Background: an optimization exercise with open tools, aiming at small area, a short achievable clock period and few clock cycles per item. Do not read the settings as production practice.
The RTL was checked by simulation tests, not by an equivalence proof against the original design.

`flow/config.mk`:
```
export PLATFORM = sky130hd
export DESIGN_NAME = loop_core
export DESIGN_NICKNAME = loop_core
export VERILOG_FILES = /design/flow/design.v
export SDC_FILE = /design/flow/constraint.sdc
export NUM_CORES = 4
export LEC_CHECK = 0
export CAP_MARGIN = 20
export CORE_MARGIN = 2
export CORE_UTILIZATION = 40
export SLEW_MARGIN = 20
```
`flow/constraint.sdc`:
```
create_clock -name core_clock -period 13.0 [get_ports {clk}]
set_input_delay 2.6000 -clock core_clock [delete_from_list [all_inputs] [get_ports {clk}]]
set_output_delay 2.6000 -clock core_clock [all_outputs]
set_load 0.01 [all_outputs]
```
`flow/design.v`:
```
module loop_core (
    input  wire        clk,
    input  wire        rst,             
    input  wire        req_valid,
    output wire        req_ready,
    input  wire [1:0]  req_op,          
    input  wire [2:0]  req_loop,
    input  wire        req_src_int,     
    input  wire        req_ref_reset,   
    input  wire        req_u_zero,      
    input  wire [8:0]  req_clr,         
    input  wire [31:0] req_sp,
    input  wire [31:0] req_mg,
    input  wire [31:0] req_mo,
    input  wire [31:0] req_x,
    input  wire [31:0] req_y,
    input  wire        req_y_valid,
    input  wire [31:0] req_vdc,
    input  wire [31:0] req_grid,
    input  wire [31:0] req_vg,
    input  wire [31:0] c_kp,
    input  wire [31:0] c_ki,
    input  wire [31:0] c_kf,
    input  wire [31:0] c_imin,
    input  wire [31:0] c_imax,
    input  wire [31:0] c_umin,
    input  wire [31:0] c_umax,
    input  wire [31:0] c_slew,
    input  wire [31:0] c_ramp,
    input  wire [31:0] c_rmin,
    input  wire [31:0] c_rmax,
    input  wire        c_inv,
    input  wire [2:0]  c_ff_sel,
    output reg         rsp_valid,
    output reg  [31:0] rsp_r,
    output reg  [31:0] rsp_e,
    output reg  [31:0] rsp_p,
    output reg  [31:0] rsp_i,
    output reg  [31:0] rsp_f,
    output reg  [31:0] rsp_u,
    output reg  [8:0]  rsp_flags,       
    output reg  [8:0]  rsp_hit          
);
    localparam F_REF = 0, F_FB = 1, F_ERR = 2, F_P = 3, F_INT = 4,
               F_FF = 5, F_SUM = 6, F_OUT = 7, F_PRE = 8;
    localparam [31:0] MAXV = 32'h7fffffff;
    localparam [31:0] MINV = 32'h80000000;
    function [32:0] sadd;
        input [31:0] a, b;
        reg [32:0] s;
        begin
            s = {a[31], a} + {b[31], b};
            if (s[32] != s[31])
                sadd = {1'b1, s[32] ? MINV : MAXV};
            else
                sadd = {1'b0, s[31:0]};
        end
    endfunction
    function [32:0] ssub;
        input [31:0] a, b;
        reg [32:0] s;
        begin
            s = {a[31], a} - {b[31], b};
            if (s[32] != s[31])
                ssub = {1'b1, s[32] ? MINV : MAXV};
            else
                ssub = {1'b0, s[31:0]};
        end
    endfunction
    function [32:0] sclamp;
        input [31:0] x, lo, hi;
        begin
            if ($signed(x) < $signed(lo))
                sclamp = {1'b1, lo};
            else if ($signed(x) > $signed(hi))
                sclamp = {1'b1, hi};
            else
                sclamp = {1'b0, x};
        end
    endfunction
    reg [31:0] st_r [0:7];
    reg [31:0] st_i [0:7];
    reg [31:0] st_u [0:7];
    reg [8:0]  st_f [0:7];
    reg [1:0]  q_op;
    reg [2:0]  q_loop;
    reg        q_src_int, q_ref_reset, q_u_zero;
    reg [8:0]  q_clr;
    reg [31:0] q_sp, q_mg, q_mo, q_x, q_y, q_vdc, q_grid, q_vg;
    reg        q_y_valid;
    reg [31:0] q_kp, q_ki, q_kf, q_imin, q_imax, q_umin, q_umax;
    reg [31:0] q_slew, q_ramp, q_rmin, q_rmax;
    reg        q_inv;
    reg [2:0]  q_ff_sel;
    reg [31:0] w_m, w_rp, w_dc, w_r, w_e, w_p, w_f, w_k, w_y, w_i, w_ut;
    reg [8:0]  w_hit;
    localparam S_IDLE = 4'd0, S_MAP = 4'd1, S_REF = 4'd2, S_ERR = 4'd3,
               S_P = 4'd4, S_F = 4'd5, S_K = 4'd6, S_INT = 4'd7,
               S_UT = 4'd8, S_OUT = 4'd9;
    reg [3:0] state;
    assign req_ready = (state == S_IDLE);
    reg  [31:0] mul_a, mul_b;
    wire signed [63:0] prod = $signed(mul_a) * $signed(mul_b);
    wire signed [63:0] prod_rnd = prod + 64'sd268435456;
    wire signed [34:0] prod_sh = prod_rnd[63:29];
    wire        mul_sat = (prod_sh > 35'sd2147483647) || (prod_sh < -35'sd2147483648);
    wire [31:0] mul_y = (prod_sh > 35'sd2147483647) ? MAXV :
                        (prod_sh < -35'sd2147483648) ? MINV : prod_sh[31:0];
    reg [31:0] ff_val;
    always @* begin
        case (q_ff_sel)
            3'd1:    ff_val = w_y;
            3'd2:    ff_val = w_r;
            3'd3:    ff_val = q_vdc;
            3'd4:    ff_val = q_grid;
            3'd5:    ff_val = q_vg;
            default: ff_val = 32'd0;
        endcase
    end
    always @* begin
        case (state)
            S_MAP:   begin mul_a = q_mg; mul_b = q_x;    end
            S_P:     begin mul_a = q_kp; mul_b = w_e;    end
            S_F:     begin mul_a = q_kf; mul_b = ff_val; end
            S_K:     begin mul_a = q_ki; mul_b = w_e;    end
            default: begin mul_a = 32'd0; mul_b = 32'd0; end
        endcase
    end
    reg [32:0] t_map, t_rt, t_d, t_dc;
    reg [31:0] r_prev, rt_raw;
    always @* begin
        r_prev = (q_op == 2'd1 && q_ref_reset) ? w_y : st_r[q_loop];
        t_map  = sadd(q_mo, w_m);
        rt_raw = q_src_int ? q_sp : t_map[31:0];
        t_rt   = sclamp(rt_raw, q_rmin, q_rmax);
        t_d    = ssub(t_rt[31:0], r_prev);
        t_dc   = sclamp(t_d[31:0], 32'd0 - q_ramp, q_ramp);
    end
    wire [32:0] t_r = sadd(w_rp, w_dc);
    wire [32:0] t_e = q_inv ? ssub(w_y, t_r[31:0]) : ssub(t_r[31:0], w_y);
    reg [32:0] o_pi, o_v, o_ik, o_icl, o_up, o_pre;
    reg [31:0] u_prev, i_new;
    reg        integrate;
    reg [8:0]  i_hit;
    always @* begin
        i_hit  = w_hit;
        u_prev = (q_op == 2'd1 && q_u_zero) ? 32'd0 : st_u[q_loop];
        o_pi = sadd(w_p, st_i[q_loop]);
        o_v  = sadd(o_pi[31:0], w_f);
        integrate = !((($signed(o_v[31:0]) > $signed(q_umax)) && ($signed(w_k) > 0)) ||
                      (($signed(o_v[31:0]) < $signed(q_umin)) && ($signed(w_k) < 0)));
        o_ik  = sadd(st_i[q_loop], w_k);
        o_up  = ssub(u_prev, w_p);
        o_pre = ssub(o_up[31:0], w_f);
        if (q_op == 2'd1) begin
            o_icl = sclamp(o_pre[31:0], q_imin, q_imax);
            i_new = o_icl[31:0];
            if (o_up[32] || o_pre[32]) i_hit[F_INT] = 1'b1;
            if (o_icl[32])             i_hit[F_PRE] = 1'b1;
        end else begin
            o_icl = sclamp(o_ik[31:0], q_imin, q_imax);
            if (o_pi[32] || o_v[32]) i_hit[F_SUM] = 1'b1;
            if (integrate) begin
                i_new = o_icl[31:0];
                if (o_ik[32] || o_icl[32]) i_hit[F_INT] = 1'b1;
            end else begin
                i_new = st_i[q_loop];
            end
        end
    end
    wire [32:0] o_pi2 = sadd(w_p, w_i);
    wire [32:0] o_ut  = sadd(o_pi2[31:0], w_f);
    wire [32:0] o_utc = sclamp(o_ut[31:0], q_umin, q_umax);
    wire [31:0] u_old = (q_op == 2'd1 && q_u_zero) ? 32'd0 : st_u[q_loop];
    wire [32:0] o_du  = ssub(w_ut, u_old);
    wire [32:0] o_duc = sclamp(o_du[31:0], 32'd0 - q_slew, q_slew);
    wire [32:0] o_u   = sadd(u_old, o_duc[31:0]);
    wire [8:0]  o_hit = w_hit | ((o_du[32] || o_duc[32] || o_u[32]) ? (9'd1 << F_OUT) : 9'd0);
    integer n;
    always @(posedge clk) begin
        if (rst) begin
            state     <= S_IDLE;
            rsp_valid <= 1'b0;
            rsp_r     <= 32'd0;
            rsp_e     <= 32'd0;
            rsp_p     <= 32'd0;
            rsp_i     <= 32'd0;
            rsp_f     <= 32'd0;
            rsp_u     <= 32'd0;
            rsp_flags <= 9'd0;
            rsp_hit   <= 9'd0;
            for (n = 0; n < 8; n = n + 1) begin
                st_r[n] <= 32'd0;
                st_i[n] <= 32'd0;
                st_u[n] <= 32'd0;
                st_f[n] <= 9'd0;
            end
        end else begin
            rsp_valid <= 1'b0;
            case (state)
                S_IDLE: begin
                    if (req_valid) begin
                        q_op <= req_op;           q_loop <= req_loop;
                        q_src_int <= req_src_int; q_ref_reset <= req_ref_reset;
                        q_u_zero <= req_u_zero;   q_clr <= req_clr;
                        q_sp <= req_sp;   q_mg <= req_mg;   q_mo <= req_mo;
                        q_x <= req_x;     q_y <= req_y;     q_y_valid <= req_y_valid;
                        q_vdc <= req_vdc; q_grid <= req_grid; q_vg <= req_vg;
                        q_kp <= c_kp;     q_ki <= c_ki;     q_kf <= c_kf;
                        q_imin <= c_imin; q_imax <= c_imax;
                        q_umin <= c_umin; q_umax <= c_umax;
                        q_slew <= c_slew; q_ramp <= c_ramp;
                        q_rmin <= c_rmin; q_rmax <= c_rmax;
                        q_inv <= c_inv;   q_ff_sel <= c_ff_sel;
                        state <= (req_op[1]) ? S_OUT : S_MAP;
                    end
                end
                S_MAP: begin
                    w_y   <= q_y_valid ? q_y : 32'd0;
                    w_hit <= {7'd0, !q_y_valid, 1'b0};
                    w_m   <= mul_y;
                    if (mul_sat && !q_src_int) w_hit[F_REF] <= 1'b1;
                    state <= S_REF;
                end
                S_REF: begin
                    w_rp <= r_prev;
                    w_dc <= t_dc[31:0];
                    if ((t_map[32] && !q_src_int) || t_rt[32] || t_d[32] || t_dc[32])
                        w_hit[F_REF] <= 1'b1;
                    state <= S_ERR;
                end
                S_ERR: begin
                    w_r <= t_r[31:0];
                    w_e <= t_e[31:0];
                    if (t_r[32]) w_hit[F_REF] <= 1'b1;
                    if (t_e[32]) w_hit[F_ERR] <= 1'b1;
                    state <= S_P;
                end
                S_P: begin
                    w_p <= mul_y;
                    if (mul_sat) w_hit[F_P] <= 1'b1;
                    state <= S_F;
                end
                S_F: begin
                    w_f <= mul_y;
                    if (mul_sat) w_hit[F_FF] <= 1'b1;
                    if (q_op == 2'd1) begin
                        w_k   <= 32'd0;
                        state <= S_INT;
                    end else begin
                        state <= S_K;
                    end
                end
                S_K: begin
                    w_k <= mul_y;
                    if (mul_sat) w_hit[F_INT] <= 1'b1;
                    state <= S_INT;
                end
                S_INT: begin
                    w_i   <= i_new;
                    w_hit <= i_hit;
                    state <= S_UT;
                end
                S_UT: begin
                    w_ut <= o_utc[31:0];
                    if (o_pi2[32] || o_ut[32]) w_hit[F_SUM] <= 1'b1;
                    if (o_utc[32])             w_hit[F_OUT] <= 1'b1;
                    state <= S_OUT;
                end
                S_OUT: begin
                    rsp_valid <= 1'b1;
                    if (q_op[1]) begin
                        st_f[q_loop] <= st_f[q_loop] & ~q_clr;
                        rsp_r     <= st_r[q_loop];
                        rsp_e     <= 32'd0;
                        rsp_p     <= 32'd0;
                        rsp_i     <= st_i[q_loop];
                        rsp_f     <= 32'd0;
                        rsp_u     <= st_u[q_loop];
                        rsp_flags <= st_f[q_loop] & ~q_clr;
                        rsp_hit   <= 9'd0;
                    end else begin
                        st_r[q_loop] <= w_r;
                        st_i[q_loop] <= w_i;
                        st_u[q_loop] <= o_u[31:0];
                        st_f[q_loop] <= st_f[q_loop] | o_hit;
                        rsp_r     <= w_r;
                        rsp_e     <= w_e;
                        rsp_p     <= w_p;
                        rsp_i     <= w_i;
                        rsp_f     <= w_f;
                        rsp_u     <= o_u[31:0];
                        rsp_flags <= st_f[q_loop] | o_hit;
                        rsp_hit   <= o_hit;
                    end
                    state <= S_IDLE;
                end
                default: state <= S_IDLE;
            endcase
        end
    end
endmodule
```
`flow/run.sh`:
```
#!/bin/bash
# synth_recipe.tcl (not shown) runs the flow's synth.tcl, then flattens the netlist and writes it again
# the make line also repeats each setting of config.mk as NAME=value (left out here)
make -C /OpenROAD-flow-scripts/flow DESIGN_CONFIG=/design/flow/config.mk WORK_HOME=/design/flow/orfs CLKGATE_MAP_FILE= SYNTH_SCRIPT=/design/flow/synth_recipe.tcl finish
```
==> summary.txt <==
==> cell families after synthesis <==
logic type,Yosys count
and+or+nand+nor,4204
DFF,2049
muxes,493
adders and majority gates,2193
xor gates and xnor gates,413
AOI/OAI and AO/OA,3085
buffers and inverters,2284
==> metrics by stage <==
| stage | area (um2) | hold slack [ps] | setup slack [ps] |
|---|---|---|---|
| 6_report | 184000 | 457 | 404 |
| 3_3_place_gp | 174000 | 436 | -1070 |
| 5_1_grt | 184000 | 484 | -204 |
| 4_1_cts | 183000 | 455 | 0.238 |
| 2_1_floorplan | 154000 | 461 | 21.0 |
| 3_5_place_dp | 174000 | 446 | -1130 |
==> placed cells by master, fill, tap and decap left out, types with 252 or more instances in the layout <==
cell type | Yosys | final
a21o_1 | 403 | 403
a21oi_1 | 748 | 738
and2_1 | 578 | 576
buf_4 | 3 | 912
clkdlybuf4s50_1 | 0 | 843
edfxtp_1 | 1831 | 1831
fa_1 | 1096 | 1095
ha_1 | 1094 | 1084
inv_1 | 1584 | 1575
nand2_1 | 1118 | 1105
nor2_1 | 1519 | 1497
o21ai_0 | 783 | 741
xnor2_1 | 253 | 252
==> area by class of cell <==
type,instances,area (um2)
well taps,5060,6330
diodes,25,62.6
flip-flops and latches,2049,59400
clock buffers,313,6470
repair buffers,1818,16400
inverters,1586,5960
clock inverters,126,1390
fillers,35319,201000
multi-input cells,10388,87800
==> per-layer routing <==
| layer | routed length, um | global-route usage (%) | vias to the layer above |
|---|---|---|---|
| met5 | 200 | 0.0988 | - |
| met4 | 44900 | 18.8 | 21 |
| met3 | 60500 | 7.06 | 1230 |
| met2 | 278000 | 48.2 | 6113 |
| met1 | 244000 | 40.0 | 61000 |
| li1 | - | - | 54250 |
==> state kept, by name (all words and copies together), names as in the netlist, 72 cells and up, named ones only <==
signal  flops
st_r      256
st_f       72
st_u      256
st_i      256
==> path summary, 6_finish.rpt <==
check | depth (start not counted) | endpoint | slack [ps]
worst min-delay path | 2 | rsp_u[28] | 460
worst max register to register | 62 | w_dc[25] | 400
worst max-delay path | 62 | w_dc[25] | 400
worst min register to register | 2 | rsp_u[28] | 460
==> what timing repair did <==
action / CTS / global route
gates resized for setup: 43 / 190
buffers inserted: 5 / 37
pin swaps: 4 / 69
setup endpoints to repair: 62 / 354
gates cloned: 0 / 4
==> critical path: cells and delay by family (launching register included) <==
family	cells	cell delay (ps)
xor gates and xnor gates	2	430
DFF	1	340
muxes	2	590
buffers and inverters	9	1340
adders and majority gates	7	2000
AOI/OAI and AO/OA	30	5700
and+or+nand+nor	12	1930
==> out/results.ini <==
[run_status]
outcome=finished clean

[yosys]
synth_nets=17544
yosysSeqAreaShare_pct=38.4
synth-async-reset-ratio_pct=0
synth_top_family_by_area=adder cells
synth.area.top_cells=edfxtp_1 36%, fa_1 14%, ha_1 8.9%, inv_1 3.9%, nor2_1 3.7%
synthAdderAreaFrac_pct=23.1
synth_edf_count=1831
muxShareOfSynthArea_pct=4.95
syn_area_um2=154000
ys_seq_elements=2049
synth_compound_area_share_pct=12.9
yosysTopAreaCell=edfxtp_1
synth_warnings=1
synth.most_common_cell=edfxtp_1
avgSynthCellArea_um2=10.5
synth_cell_types=106
yosysTopAreaCellShare_pct=35.6
synth_cells=14721
synthSimpleGateAreaFrac_pct=12.7
synth_ff_type=edfxtp_1
synth_common_cells=1831 x edfxtp_1, 1584 x inv_1, 1519 x nor2_1
synth_xor_area_share_pct=2.35

[sta]
slew_headroom_pct=21.9
clock_skew_ps=136
finalHoldViolCount=0
setup_viol=0
drv_slew=0
setup-tns-final_ps=0
timing.final.crit_share_pct=96.9
period_minus_slack_ps=12600
max_clock_freq_mhz=79.4
tightest_slew_ps=1160

[worst_setup_path]
worstPathMaxFanout=10
cp_slowest_cell=o31ai_1
setup.worst_path.class=register to register
crit_path_start=q_mo[0]
startpoint_type=register
arrival_ps=13290
r2r-start=q_mo[0]
cp_common_cell=buf_4
cp-end-kind=register
critPathRequiredTime_ps=13700
critPathMaxStageDelay_ps=490

[floorplanning]
start_util_pct=40.1
die_x_um=625
rows=228
die_y_um=625
coreArea_um2=385000
dieArea_um2=391000
num_io_pins=845

[finish]
drive_gt1_share_pct=12.1
areaGrowthSynthToFinish_pct=19.1
final_core_util_pct=47.8
fin_cells=21365
nets=18900

[min_path]
hp-start=rsp_u[28]
hold_class=register to register

[clocking]
clock-root-buffer=clkbuf_16
clkTransAtPathRegs_ps=60
cts_tree=done
cts_sinks=2049
clk_latency_ps=1020
numCtsBuffers=234
hold_buffers=0
htree_num_levels=4
cts_buffer_depth=4

[global_routing]
grt_pass1_wl_mm=874
gr-total-overflow=0
grt_max_degree=164
grt_usage_pct=31.2
grt_pass1_vias=119537
antenna_found_initial=50

[detailed_routing]
viasPerCell=5.74
antenna_left=0
first_iter_violations=13728
firstDrtPassIters=9
routedWlPerCell_um=29.4
wl_mm=628
vias=122614
drc_errors=0

[place]
port_buffers=844
gp_congestion=1.03
dp.cells=20852
dp_hpwl_mm=492

[flow_run]
maxCapViolations=0

Testbench counts, summed over its fixed seeds: cycles 45,869, items 4,800.

==> port drivers added, routing unchanged <==
In the flow no input, the clock included, has a driving cell. The finished layout below was timed again as built, in two steps. Step 1: set_driving_cell puts a clkbuf_16 on clk and a buf_2 on each other input, an assumption about the parent block. Step 2 times the ports against the registers' clock, not the clock port: input delays grow and output delays shrink by t, the midpoint of the rising clock arrivals with the driver on. Slacks: no drivers / after step 1 / after step 2; pairs: no drivers / after step 1.
t, ns: 1.061
setup WS [ns]: 0.404 / 0.404 / 0.404
worst data-port slew with drivers (ns): 0.17
pins driven straight from the clock port: 1
After both steps this run still meets setup and hold. For this run, drivers alone change the setup slack by 0.000 ns; drivers and shift together by 0.000 ns.
